What follows belongs to an exercise in optimizing a design on an open flow for small area, a short achievable clock period and few clock cycles; a production flow would make more cautious choices. The RTL was checked by simulation tests, not by an equivalence proof against the original design.

==> 10-18 <==
## cvu_crc_engine
module cvu_crc_engine (
    input  wire        clk,
    input  wire        rst,
    output wire        ready,
    input  wire        start,
    input  wire [3:0]  preset,
    input  wire [6:0]  width,
    input  wire [63:0] poly,
    input  wire [63:0] init,
    input  wire [63:0] xorout,
    input  wire        refin,
    input  wire        refout,
    input  wire [24:0] length,
    input  wire [7:0]  control,
    input  wire [7:0]  checker_sel,
    input  wire [31:0] alive_ofs,
    input  wire [63:0] seed,
    input  wire [63:0] expect_val,
    output wire        in_ready,
    input  wire        in_valid,
    input  wire [31:0] in_data,
    input  wire        in_err,
    input  wire        alive_clr,
    input  wire [5:0]  alive_clr_id,
    output wire        done,
    output wire [63:0] result,
    output wire [7:0]  status,
    output wire [7:0]  alive
);
export LEC_CHECK = 0
export CAP_MARGIN = 20
export CORE_MARGIN = 2
export CORE_UTILIZATION = 30
export SETUP_SLACK_MARGIN = 0.5
export SLEW_MARGIN = 20
create_clock -name core_clock -period 22.0 [get_ports {clk}]
standard.sh (not shown) runs the stock make flow with config.mk's settings and CLKGATE_MAP_FILE= SYNTH_SCRIPT=/design/flow/synth_recipe.tcl, a recipe that flattens the netlist after the stock synthesis.
==> flow/flow/run.sh <==
#!/bin/bash
set -euo pipefail
bash standard.sh SETUP_SLACK_MARGIN=16 MATCH_CELL_FOOTPRINT=0 finish > flow_make.log 2>&1
==> inputs of 06-04, as changes to 10-18 <==
--- a/flow/design.v
+++ b/flow/design.v
@@ -67,13 +67,13 @@
     reg        d_refin, d_refl;
     reg [63:0] crc;         
     reg [31:8] extra;       
     reg [63:0] pal;         
     reg [31:0] gs;          
     reg [63:0] ev;          
-    reg [31:0] wd;          
+    reg [31:0] vr;          
     reg        wv;
     reg [31:8] prev;        
     reg        chk_valid_r;
     reg [3:0]  chk_last_r;
     reg        upd;
     reg        clr_q;
@@ -122,19 +122,21 @@
         p_xorout = ({64{pd[1] | pd[3]}} & 64'hFFFFFFFF) | ({64{pd[4]}} & 64'hFFFFFFFFFFFFFFFF) |
                    ({64{pd[5]}} & 64'hFF) | ({64{pd[7]}} & 64'h7);
         p_refin  = pd[1] | pd[3] | pd[4];
         p_refout = pd[1] | pd[3] | pd[4];
     end
     wire [6:0] w_eff = p_is ? p_w : d_w;
-    wire [63:0] sh_in  = st1 ? pal : st2 ? crc : st3 ? ev : rev64(crc);
+    wire        sh_fin = ~(st1 | st2 | st3);
+    wire [63:0] sh_in  = ({64{st1}} & pal) | ({64{st2}} & crc) | ({64{st3}} & ev) |
+                         ({64{sh_fin}} & rev64(crc));
     wire [63:0] sh_out = d_w[6] ? sh_in : ({sh_in[62:0], 1'b0} << (~d_w[5:0]));
     wire [95:0] sv96   = {sh_out, 32'd0} >> {pad, 3'b000};
     reg [31:0] v, tt;
     reg [63:0] crc_step;
     always @(*) begin
-        v = crc[63:32] ^ wd;        
+        v = vr;                     
         for (j = 0; j < 32; j = j + 1) begin
             tt[31 - j] = 1'b0;
             for (i = 0; i <= j; i = i + 1)
                 tt[31 - j] = tt[31 - j] ^ (gs[j - i] & v[31 - i]);
         end
         crc_step = {crc[31:0], extra, 8'd0};
@@ -237,13 +239,12 @@
                 chk_valid[d_chk] <= 1'b1;
             if (clr_q)
                 chk_valid[clr_id_q] <= 1'b0;
         end
     end
     always @(posedge clk) begin
-        wd          <= wnew;
         seed_r      <= seed;
         gs          <= gg;          
         chk_valid_r <= chk_valid[d_chk];
         chk_last_r  <= chk_last[d_chk];
         clr_id_q    <= alive_clr_id;
         if (upd)
@@ -280,34 +281,36 @@
             prev <= in_data[31:8];
         end
         if (take & (oc == 23'd0))
             ctr <= ctr_in;
         if (~busy)    pal <= poly;
         else if (st1) pal <= p_is ? p_pal : sh_out;
-        if (~busy)
+        vr <= (wv ? crc_step[63:32] : st2 ? sv96[95:64] : crc[63:32]) ^ wnew;
+        if (wv)
+            crc <= crc_step;
+        else if (st2)
+            crc <= sv96[95:32];
+        else if (~busy)
             crc <= init;
         else if (st1) begin
             if (c_seed_en)  crc <= seed_r;
             else if (p_is)  crc <= p_init;
-        end else if (st2)
-            crc <= sv96[95:32];
-        else if (wv)
-            crc <= crc_step;
-        if (st2)      extra <= sv96[31:8];
-        else if (wv)  extra <= 24'd0;
+        end
+        if (wv)       extra <= 24'd0;
+        else if (st2) extra <= sv96[31:8];
         if (~busy)    ev <= expect_val;
         else if (st1) ev <= ev ^ x_eff;
         else if (st3) ev <= d_refl ? rev64(ev) : sh_out;
-        if (~busy)
+        if (fin_ok)
+            result_r <= res_val;
+        else if (fin_fe | fin_mem)
+            result_r <= 64'd0;
+        else if (~busy)
             result_r <= xorout;
         else if (st1)
             result_r <= x_eff;
-        else if (fin_fe | fin_mem)
-            result_r <= 64'd0;
-        else if (fin_ok)
-            result_r <= res_val;
         if (fin_fe | fin_mem) begin
             status_r <= fin_fe ? S_FIELD : S_MEMORY;
             alive_hi <= 4'd0;
             alive_lo <= 2'd0;
         end else if (fin_ok) begin
             alive_hi <= c_alive_en ? ctr : 4'd0;
==> flow/flow/run.sh (replaced) <==
#!/bin/bash
# Layout flow: the standard layout (standard.sh runs the standard
# synthesis and the ORFS steps unchanged) with three settings changed:
#  - timing repair aims at a setup slack of 16.5 ns instead of 0.5 ns, so it
#    keeps shortening paths after the 22 ns clock is met;
#  - repair may swap a cell for one with another footprint;
set -euo pipefail
bash standard.sh SETUP_SLACK_MARGIN=16.5 MATCH_CELL_FOOTPRINT=0 \
    "BUFFER_PORTS_ARGS=-buffer_cell sky130_fd_sc_hd__buf_1" finish > flow_make.log 2>&1
==> flow_metrics.py <==
metrics = {
    "global_routing": {
        "antenna_found_initial": 65,
    },
    "setup_path": {
        "path_delay_family": "XOR/XNOR gates",
        "end_kind": "register",
        "path_depth": 16,
    },
    "layout": {
        "clkCellAreaFrac": 0.03824,
        "final_cell_area_sq_um": 96070,
    },
    "floorplan": {
        "die_w_um": 527.8,
    },
    "routing": {
        "wl_met2_um": 185000,
        "vias": 80190,
    },
    "clocking": {
        "clk_latency_ns": 0.84,
    },
    "logic_synthesis": {
        "synth_mux_area_frac": 0.06793,
    },
    "status": {
        "run_status": "finished clean",
    },
}
the above is filed under 10-18

==> flow_metrics.py <==
metrics = {
    "global_routing": {
        "busiest_layer": "met2",
        "antenna_found_initial": 68,
    },
    "layout": {
        "clkCellAreaFrac": 0.03454,
        "final_cell_area_sq_um": 91260,
    },
    "setup_path": {
        "path_delay_family": "flip-flops",
        "end_kind": "primary output",
        "path_depth": 1,
    },
    "status": {
        "run_status": "finished clean",
    },
    "routing": {
        "wl_met2_um": 181700,
    },
    "logic_synthesis": {
        "synth_mux_area_frac": 0.05157,
    },
    "clocking": {
        "clk_latency_ns": 0.78,
    },
    "floorplan": {
        "die_w_um": 524.6,
    },
}
the above is filed under 06-04

Testbench counts of 10-18, summed over its fixed seeds: cycles 129,731.
Testbench counts of 06-04, summed over its fixed seeds: cycles 129,731.

==> separate check: timing with driven ports <==
In the flow no input, the clock included, has a driving cell. The finished layouts below were timed again as built, in two steps. Step 1, drivers: a clkbuf_16 drives clk and a buf_2 each remaining input, both assumed. Step 2, shift: input delay + t, output delay - t, t = (earliest + latest rising clock arrival at the registers) / 2. This alone moves slack from input paths to output paths. Three values: no drivers, after step 1, after step 2; two values: the first two.
| run | t (ns) | setup WS [ns] | hold WS [ns] |
|---|---|---|---|
| 10-18 | 0.885 | 15.823 / 15.823 / 15.429 | 0.450 / 0.450 / 0.450 |
| 06-04 | 0.837 | 16.217 / 16.129 / 15.930 | 0.439 / 0.439 / 0.439 |
After both steps setup and hold are still met in every run listed. For 10-18, which loses most, drivers alone change the setup slack by 0.000 ns; drivers and shift together by -0.394 ns.
